Context: an optimization exercise on an open-source flow, tuned for small area, a short achievable clock period and few clock cycles per item. The choices shown serve that exercise and are no tape-out recipe.
Function was checked by simulation only, so behaviour that the tests miss may differ from the original.
Power is estimated from default activity; no workload was simulated.

<file path="run.sh">
#!/bin/bash
# synth_recipe.tcl (not shown) runs the flow's synth.tcl, then flattens the netlist and writes it again
# the make line also repeats each setting of config.mk as NAME=value (left out here)
make -C /OpenROAD-flow-scripts/flow DESIGN_CONFIG=/design/flow/config.mk WORK_HOME=/design/flow/orfs CLKGATE_MAP_FILE= SYNTH_SCRIPT=/design/flow/synth_recipe.tcl finish
</file>
<file path="config.mk">
export PLATFORM = sky130hd
export DESIGN_NAME = lg_encoder
export DESIGN_NICKNAME = lg_encoder
export VERILOG_FILES = /design/flow/design.v
export SDC_FILE = /design/flow/constraint.sdc
export NUM_CORES = 4
export LEC_CHECK = 0
export CAP_MARGIN = 20
export CORE_MARGIN = 2
export CORE_UTILIZATION = 40
export SLEW_MARGIN = 20
</file>
<file path="constraint.sdc">
create_clock -name core_clock -period 10.0 [get_ports {clk}]
set_input_delay 2.0000 -clock core_clock [delete_from_list [all_inputs] [get_ports {clk}]]
set_output_delay 2.0000 -clock core_clock [all_outputs]
set_load 0.01 [all_outputs]
</file>
<file path="design.v">
module lg_encoder (
    input  wire        clk,
    input  wire        rst,
    input  wire        in_valid,
    output wire        in_ready,
    input  wire [63:0] in_word,
    output wire        out_valid,
    input  wire        out_ready,
    output wire [63:0] out_word,
    output wire [2:0]  out_code,
    output wire        out_last
);
    localparam [1:0] T_ZERO = 2'b00, T_REPEAT = 2'b01, T_DELTA = 2'b10, T_LIT = 2'b11;
    localparam [1:0] M_ZERO = 2'd0, M_COMP = 2'd1, M_RAW = 2'd2;
    reg  [63:0] in_r;
    reg         in_v;
    reg  [63:0] prev;          
    reg  [4:0]  wc;            
    reg  [8:0]  pbytes;        
    reg         allz;          
    reg         hasd;          
    reg  [4:0]  dpos;          
    reg  [63:0] hdr_acc;       
    reg  [63:0] acc;           
    reg  [3:0]  an;            
    reg         flush;         
    reg  [63:0] wbuf;
    reg         wbuf_v;
    reg  [63:0] mem [0:31];
    reg  [4:0]  wp;
    reg  [31:0] rsel;          
    reg  [5:0]  cnt;           
    reg         q_v;
    reg  [1:0]  q_mode;
    reg  [2:0]  q_code;
    reg  [63:0] q_hdr;
    reg  [5:0]  q_nb;          
    reg  [4:0]  q_last;        
    reg         q_hd;
    reg  [4:0]  q_d;
    reg         cur_v;
    reg  [1:0]  cur_mode;
    reg  [4:0]  k;             
    reg  [5:0]  cur_nb;
    reg  [4:0]  cur_last;
    reg         cur_hd;
    reg  [4:0]  cur_d;
    reg  [63:0] ob;
    reg         ob_v;
    reg  [2:0]  ob_code;
    reg         ob_last;
    reg  [47:0] pb;            
    wire        first = (wc == 5'd0);
    wire [63:0] a = in_r;
    wire [63:0] b = prev;
    wire        is_zero = (a == 64'd0);
    wire        is_eq   = (a == b);
    wire [48:0] ah = a[63:15];
    wire [48:0] bh = b[63:15];
    wire        brw = (a[14:0] < b[14:0]);
    reg  [48:0] cp, cm;
    integer ii;
    always @(*) begin
        cp[0] = 1'b1; cm[0] = 1'b1;
        for (ii = 1; ii < 49; ii = ii + 1) begin
            cp[ii] = cp[ii-1] & bh[ii-1];     
            cm[ii] = cm[ii-1] & ah[ii-1];     
        end
    end
    wire        hi_eq = (ah == bh);
    wire        hi_p1 = ((ah ^ bh ^ cp) == 49'd0);    
    wire        hi_m1 = ((ah ^ bh ^ cm) == 49'd0);    
    wire        small_n = hi_eq | (brw ? hi_p1 : hi_m1);
    wire        small_f = (a[63:15] == {49{1'b0}}) || (a[63:15] == {49{1'b1}});
    wire [15:0] dlt = a[15:0] - (first ? 16'd0 : b[15:0]);
    reg  [1:0]  tag;
    always @(*) begin
        if (is_zero)                  tag = T_ZERO;
        else if (!first && is_eq)     tag = T_REPEAT;
        else if (first ? small_f : small_n) tag = T_DELTA;
        else                          tag = T_LIT;
    end
    wire        can_write = (cnt != 6'd32);
    wire        adv = !(wbuf_v && !can_write) && !(flush && q_v);
    assign in_ready = adv;
    wire        take = adv && in_v;                   
    wire [3:0]  plen = !take ? 4'd0 : (tag == T_LIT) ? 4'd8 : (tag == T_DELTA) ? 4'd2 : 4'd0;
    wire [63:0] pay  = plen[3] ? a : plen[1] ? {48'd0, dlt} : 64'd0;
    reg  [127:0] comb;
    always @(*) begin
        case (an)
            4'd0:    comb = {64'd0, pay};
            4'd2:    comb = {48'd0, pay, acc[15:0]};
            4'd4:    comb = {32'd0, pay, acc[31:0]};
            4'd6:    comb = {16'd0, pay, acc[47:0]};
            default: comb = {pay, acc};
        endcase
    end
    wire [4:0]  ctot = {1'b0, an} + {1'b0, plen};
    wire        do_flush = flush && (an != 4'd0);
    wire        emit = adv && (do_flush || ctot >= 5'd8);
    wire [63:0] emit_beat = do_flush ? acc : comb[63:0];
    wire        raw_g  = (pbytes > 9'd248);
    wire [2:0]  nsec   = (pbytes <= 9'd56) ? 3'd1 : (pbytes <= 9'd120) ? 3'd2 :
                         (pbytes <= 9'd184) ? 3'd3 : 3'd4;
    wire [5:0]  nbeats = pbytes[8:3] + {5'd0, pbytes[2:0] != 3'd0};
    always @(posedge clk) begin
        if (adv) in_r <= in_word;
        if (take) prev <= a;
        if (take) hdr_acc <= {tag, hdr_acc[63:2]};
        if (adv) begin
            if (do_flush) begin
                acc <= pay;
            end else if (ctot >= 5'd8) begin
                acc <= comb[127:64];
            end else begin
                acc <= comb[63:0];
            end
        end
        if (emit) wbuf <= emit_beat;
        if (wbuf_v && can_write) mem[wp] <= wbuf;
    end
    always @(posedge clk) begin
        if (rst) begin
            in_v   <= 1'b0;
            wc     <= 5'd0;
            pbytes <= 9'd0;
            allz   <= 1'b1;
            hasd   <= 1'b0;
            an     <= 4'd0;
            flush  <= 1'b0;
            wbuf_v <= 1'b0;
            wp     <= 5'd0;
        end else begin
            if (adv) begin
                in_v  <= in_valid;
                flush <= take && (wc == 5'd31);
                if (do_flush)
                    an <= plen;
                else if (ctot >= 5'd8)
                    an <= ctot[3:0] - 4'd8;
                else
                    an <= ctot[3:0];
            end
            if (adv) wbuf_v <= emit;
            else if (can_write) wbuf_v <= 1'b0;
            if (flush && adv) begin
                pbytes <= {5'd0, plen};
                allz   <= !take || is_zero;
                hasd   <= take && tag == T_DELTA;
                dpos   <= 5'd0;
                wc     <= take ? 5'd1 : 5'd0;
            end else if (take) begin
                pbytes <= pbytes + {5'd0, plen};
                if (!is_zero) allz <= 1'b0;
                if (tag == T_DELTA) begin hasd <= 1'b1; dpos <= wc; end
                wc <= wc + 5'd1;
            end
            if (wbuf_v && can_write) wp <= wp + 5'd1;
        end
    end
    reg [63:0] rd;
    integer r;
    always @(*) begin
        rd = 64'd0;
        for (r = 0; r < 32; r = r + 1)
            rd = rd | ({64{rsel[r]}} & mem[r]);
    end
    wire        from_q   = !cur_v;
    wire [1:0]  s_mode   = from_q ? q_mode : cur_mode;
    wire [4:0]  s_k      = from_q ? 5'd0 : k;
    wire [5:0]  s_nb     = from_q ? q_nb : cur_nb;
    wire [4:0]  s_last   = from_q ? q_last : cur_last;
    wire        s_hd     = from_q ? q_hd : cur_hd;
    wire [4:0]  s_d      = from_q ? q_d : cur_d;
    wire        nx_avail = cur_v || q_v;
    wire        raw_at    = s_hd && (s_k == s_d);
    wire        raw_after = s_hd && (s_k > s_d);
    wire [63:0] prevw     = (s_k == 5'd0) ? 64'd0 : ob;
    wire [63:0] dsum      = prevw + {{48{rd[15]}}, rd[15:0]};
    wire        comp_mem  = (s_k != 5'd0) && ({1'b0, s_k} <= s_nb);
    reg  [63:0] nx_word;
    reg         nx_read;
    always @(*) begin
        nx_read = 1'b0;
        case (s_mode)
            M_RAW: begin
                nx_read = 1'b1;
                if (raw_at)         nx_word = dsum;
                else if (raw_after) nx_word = {rd[15:0], pb};
                else                nx_word = rd;
            end
            M_COMP: begin
                if (s_k == 5'd0)    nx_word = q_hdr;
                else if (comp_mem) begin nx_word = rd; nx_read = 1'b1; end
                else                nx_word = 64'd0;
            end
            default:                nx_word = 64'd0;
        endcase
    end
    wire load = (!ob_v || out_ready) && nx_avail;
    wire rdo  = load && nx_read;
    always @(posedge clk) begin
        if (load) begin
            ob      <= nx_word;
            ob_code <= from_q ? q_code : ob_code;
            ob_last <= (s_k == s_last);
        end
        if (rdo) pb <= rd[63:16];
        if (load && from_q) begin
            cur_mode <= q_mode;
            cur_nb   <= q_nb;
            cur_last <= q_last;
            cur_hd   <= q_hd;
            cur_d    <= q_d;
        end
        if (flush && adv) begin
            q_hdr  <= hdr_acc;
            q_nb   <= nbeats;
            q_hd   <= hasd && raw_g;
            q_d    <= dpos;
            if (allz) begin
                q_mode <= M_ZERO; q_code <= 3'd0; q_last <= 5'd0;
            end else if (raw_g) begin
                q_mode <= M_RAW;  q_code <= 3'd5; q_last <= 5'd31;
            end else begin
                q_mode <= M_COMP; q_code <= nsec; q_last <= {nsec[1:0] - 2'd1, 3'b111};
            end
        end
    end
    always @(posedge clk) begin
        if (rst) begin
            ob_v  <= 1'b0;
            q_v   <= 1'b0;
            cur_v <= 1'b0;
            k     <= 5'd0;
            rsel  <= 32'd1;
            cnt   <= 6'd0;
        end else begin
            if (load) ob_v <= 1'b1;
            else if (out_ready) ob_v <= 1'b0;
            if (load) begin
                if (s_k == s_last) begin
                    cur_v <= 1'b0;
                end else begin
                    cur_v <= 1'b1;
                    k     <= s_k + 5'd1;
                end
            end
            if (flush && adv) q_v <= 1'b1;
            else if (load && from_q) q_v <= 1'b0;
            if (rdo) rsel <= {rsel[30:0], rsel[31]};
            cnt <= cnt + {5'd0, (wbuf_v && can_write)} - {5'd0, rdo};
        end
    end
    assign out_valid = ob_v;
    assign out_word  = ob;
    assign out_code  = ob_code;
    assign out_last  = ob_last;
endmodule
</file>
==> summary.txt <==
layer usage:
metal	wire length (um)	vias to the layer above	track usage, %	part of all wire, %
met5	29	-	0	0.0073
met4	21250	4	13.27	5.4
met3	47760	893	6.398	12
met2	179500	5208	43.87	45
met1	147100	36900	37.69	37
li1	-	28890	-	-
worst max path at each step:
stage / end / slack, ns / depth (start not counted)
4_1_cts: acc[37] / 3.02 / 23
5_1_grt: acc[37] / 2.50 / 23
3_3_place_gp: acc[30] / 3.07 / 24
2_1_floorplan: wbuf[0] / 0.75 / 23
3_5_place_dp: acc[37] / 3.05 / 23
6_report: acc[37] / 2.91 / 23
worst max-delay path, stage by stage, from the launching register on:
cell                        delay (ns)
sky130_fd_sc_hd__edfxtp_1         0.73
sky130_fd_sc_hd__nand3_1          0.40
sky130_fd_sc_hd__nor4_2           0.68
sky130_fd_sc_hd__nand4_1          0.41
sky130_fd_sc_hd__a32o_1           0.34
sky130_fd_sc_hd__a2111oi_2        0.29
sky130_fd_sc_hd__nand4_1          0.16
sky130_fd_sc_hd__or3_1            0.45
sky130_fd_sc_hd__nand3_1          0.17
sky130_fd_sc_hd__o21ai_4          0.07
sky130_fd_sc_hd__buf_4            0.37
sky130_fd_sc_hd__nand2_2          0.16
sky130_fd_sc_hd__inv_1            0.08
sky130_fd_sc_hd__ha_1             0.34
sky130_fd_sc_hd__nand2_1          0.07
sky130_fd_sc_hd__a21oi_1          0.12
sky130_fd_sc_hd__nor2_1           0.07
sky130_fd_sc_hd__or2_2            0.32
sky130_fd_sc_hd__nor2_2           0.11
sky130_fd_sc_hd__buf_4            0.44
sky130_fd_sc_hd__nor2_2           0.23
sky130_fd_sc_hd__a222oi_1         0.41
sky130_fd_sc_hd__nor2_1           0.09
sky130_fd_sc_hd__a221o_1          0.28
where the power goes:
group / switching (W) / leakage (nW) / internal [W] / total (W)
Sequential: 0.000707 / 24.4 / 0.0132 / 0.0139
Clock: 0.00441 / 4.40 / 0.00608 / 0.0105
Combinational: 0.00155 / 11.0 / 0.000642 / 0.00219
cell usage after synthesis, types with 88 or more instances:
cell type / instances
sky130_fd_sc_hd__edfxtp_1: 2590
sky130_fd_sc_hd__a22oi_1: 821
sky130_fd_sc_hd__nand2_1: 323
sky130_fd_sc_hd__clkbuf_1: 310
sky130_fd_sc_hd__nor2_1: 293
sky130_fd_sc_hd__a21oi_1: 241
sky130_fd_sc_hd__nand3_1: 209
sky130_fd_sc_hd__nand4_1: 190
sky130_fd_sc_hd__o21ai_0: 143
sky130_fd_sc_hd__a22o_1: 138
sky130_fd_sc_hd__a221oi_1: 136
sky130_fd_sc_hd__ha_1: 130
sky130_fd_sc_hd__mux2i_1: 107
sky130_fd_sc_hd__xnor2_1: 103
sky130_fd_sc_hd__buf_1: 96
sky130_fd_sc_hd__inv_1: 89
sky130_fd_sc_hd__and2_1: 88
logic make-up (layout without fill, tap and decap cells):
group           Yosys count  count (layout)
compound gates         1884            1884
xor+xnor                156             156
fa+ha+maj               133             133
buf+inv                 524             944
flops                  2662            2662
mux                     157             157
other cells               0              18
simple gates           1481            1481
final cells by class:
type | instances | area (um^2)
well taps | 3552 | 4444
clock inverters | 149 | 1484
flip-flops and latches | 2662 | 79340
multi-input cells | 3811 | 26560
repair buffers | 356 | 3296
diodes | 18 | 45.04
fillers | 23100 | 144600
inverters | 92 | 360.3
clock buffers | 347 | 7566
registers in the layout, summed over array words and instances (netlist names), 6 cells and up:
name	cells
pb	48
ob	64
cur_nb	6
in_r	64
q_nb	6
q_hdr	64
cnt	6
pbytes	8
acc	64
wbuf	64
hdr_acc	64
prev	64
rsel	32
mem	2048
placed cells by master, fill, tap and decap left out, drive strengths merged, types with 115 or more instances in the layout:
cell           instances
a21oi                241
a221oi               136
a22o                 138
a22oi                821
buf                  220
clkbuf               347
clkdlybuf4s50        136
edfxtp              2590
ha                   130
mux2i                115
nand2                324
nand3                209
nand4                191
nor2                 293
o21ai                148
stage by stage:
stage / cell area (um^2) / hold WS [ns] / utilization, %
3_3_place_gp: 113600 / 0.4011 / 42.45
3_5_place_dp: 113800 / 0.4054 / 42.50
4_1_cts: 122800 / 0.4169 / 45.88
5_1_grt: 123100 / 0.4221 / 45.97
2_1_floorplan: 107500 / 0.4003 / -
6_report: 123100 / 0.4185 / 45.98
==> summary.txt <==
- The analysis attributes to cell leakage a power of 39.78 nW.
- In the synthesized netlist the dominant register cell turns out to be sky130_fd_sc_hd__edfxtp_1.
* Post-Syn Instances: 6997
- The detail route stage leaves a number of antenna-violating nets equal to 0.
- F_max: 0.1410 GHz
- Sequential fraction of the synthesis area: 73.69%
* Worst EP required: 10.57 ns
- The routed design could run at a clock period as short as 7.095 ns.
- CORE AREA: 267700 um^2
- From synthesis to final layout, the design area changed by 14.51%.
* Setup slack of the worst register-to-register path: 2.91 ns
* Maximum number of pins on one net before global-route repair: 85
- Summing the areas of all compound-gate instances in the mapped netlist gives 12.87% of the synthesized area.
- Worst flop-to-flop path endpoint: acc[37]
- Summed over all failing endpoints, the final setup total negative slack is 0 ns.
- Worst hold-check path type: reg2reg
- Die X-Extent: 522.4 um
- Setup Viol. Count Final: 0
* Max-capacitance violation count: 0
- Leading area contributor after synthesis: sky130_fd_sc_hd__edfxtp_1
* Detailed-route via count: 71890
- After Yosys synthesis, XOR and XNOR cells account for 1.271% of the synthesized area.
- Placement row count: 190
- Combinational family with the most area after synthesis: compound AO/OA/AOI/OAI gates
- After layout, the worst path uses 70.95% of the clock period.
- Syn_area_per_cell: 15.36 um^2
- The initial utilization of the core area, before any placement, comes to 40.16%.
- Fraction of layout instances using a drive strength above 1: 10.46%
- Data arrival time of the critical path: 7.67 ns
* Worst-case reg-to-reg path depth: 23
- Least-Margin Pin Slew: 1.241 ns
- For this run, design rule violations remaining after detail routing come to 0.
- Number of flops mapped to enable cells by yosys: 2590
* Category of the critical setup timing path: reg2reg
* Hold-critical path endpoint: ob_code[0]
- GRT overflow: 0
- First drt pass iteration count: 11
* Worst ir drop on vdd: 148.2 uV
* Post-synthesis instance area: 107500 um^2
- Setup repair after global routing left no endpoint under its margin.
- Number of flip-flops and latches in the synthesized netlist: 2662
- Global routing usage summed across all routing layers: 28.25%
- Clock tree synthesis found a total of 2662 sinks.
- For the final database, setup skew stands at 0.06842 ns.
* Multiplexer share of the synthesized area: 1.549%
- Height of the chip: 522.4 um
- The worst setup path is launched from a flip-flop.
- The first global-routing pass estimated 542800 um of wire.
- Aggregate routed wire length: 395600 um
- Most area-consuming cells after synthesis: sky130_fd_sc_hd__edfxtp_1 72%, sky130_fd_sc_hd__a22oi_1 5.7%, sky130_fd_sc_hd__ha_1 1.5%, sky130_fd_sc_hd__dfxtp_1 1.3%, sky130_fd_sc_hd__nand2_1 1.1%
- In this run the most critical hold path is launched from q_code[0].
- The startpoint identified for the worst register-to-register timing path is in_r[24].
- Number of global-route vias before repair: 67980
- Status: timing/DRC/antenna clean
- Clock tree from TritonCTS: built
* Distinct cells, synth: 94
* Synthesized-area fraction occupied by and/or/nand/nor cells: 7.158%
* Number of warnings printed during yosys synthesis: 1
* Vias per cell: 6.543
- Final non-filler cell total: 10990
- Count of cells along the worst hold path: 0
- Total number of H-tree levels: 5
* Share of the synthesized area in the top cell type: 72.35%
- Worst setup timing slack at the placement stage: 3.047 ns
* Placed instance count: 10460
- The number of setup buffers added after CTS is 0.
- Gp weighted congestion: 0.9068
- Resized Gates After CTS: 0
- Hold_buf cts: 0
* Antenna violations before repair: 13
- Critical path peak fanout: 53
- Final WS setup: 2.905 ns
- After the first detailed-routing iteration, the DRC count stood at 11690.
- Tightest slew margin relative to the limit: 16.37%
- Counting the buffers created by CTS gives 284.
* Kind of end point of the critical path: flip-flop
- Count of endpoints failing hold in the final timing report: 0
- At the end of the flow, the number of nets in the layout was 7408.
- Average wire length per cell after detail routing: 36.01 um
- Buffers on Ports: 137
- In this run the worst setup path begins at in_r[24].
- Clock-pin slew was measured on the worst setup and hold paths at 0.06 ns.
* PnR Total Power: 0.02662 W
- Power density over the cells: 216.2 nW/um^2
- Number of top-level pins: 138
- After Yosys synthesis, full adders, half adders and majority gates account for 1.569% of the synthesized area.
- Clock latency on the worst-skew pair, taken at its later pin, is 0.88 ns.
- Root buf cell: sky130_fd_sc_hd__clkbuf_16
- Bufs on Longest Clock Path: 4
* Synthesized Nets: 7198
- Asr flop ratio synth: 0%
- DP HPWL: 230700 um
- The die covers 272900 um^2.
- Pins over their slew limit: 0
Testbench counts, summed over its fixed seeds: cycles 77,046, groups 2,400.

==> separate check: timing with driven ports <==
In the flow no input, the clock included, has a driving cell. The finished layout below was timed again as built, in two steps.
Step 1 assumes that a clkbuf_16 drives the clock port and a buf_2 every other input.
Step 2, shift: input delay + t, output delay - t, t = (earliest + latest rising clock arrival at the registers) / 2. This alone moves slack from input paths to output paths.
a / b / c = ideal ports / drivers / drivers and shift; a / b = the first two.
shift t [ns]: 0.944
setup WS [ns]: 2.905 / 2.905 / 2.905
worst slew at a driven data input, ns: 0.09
cell pins on the clock port's net: 1
After both steps setup and hold are still met in this run. For this run, drivers alone change the setup slack by 0.000 ns; drivers and shift together by 0.000 ns.
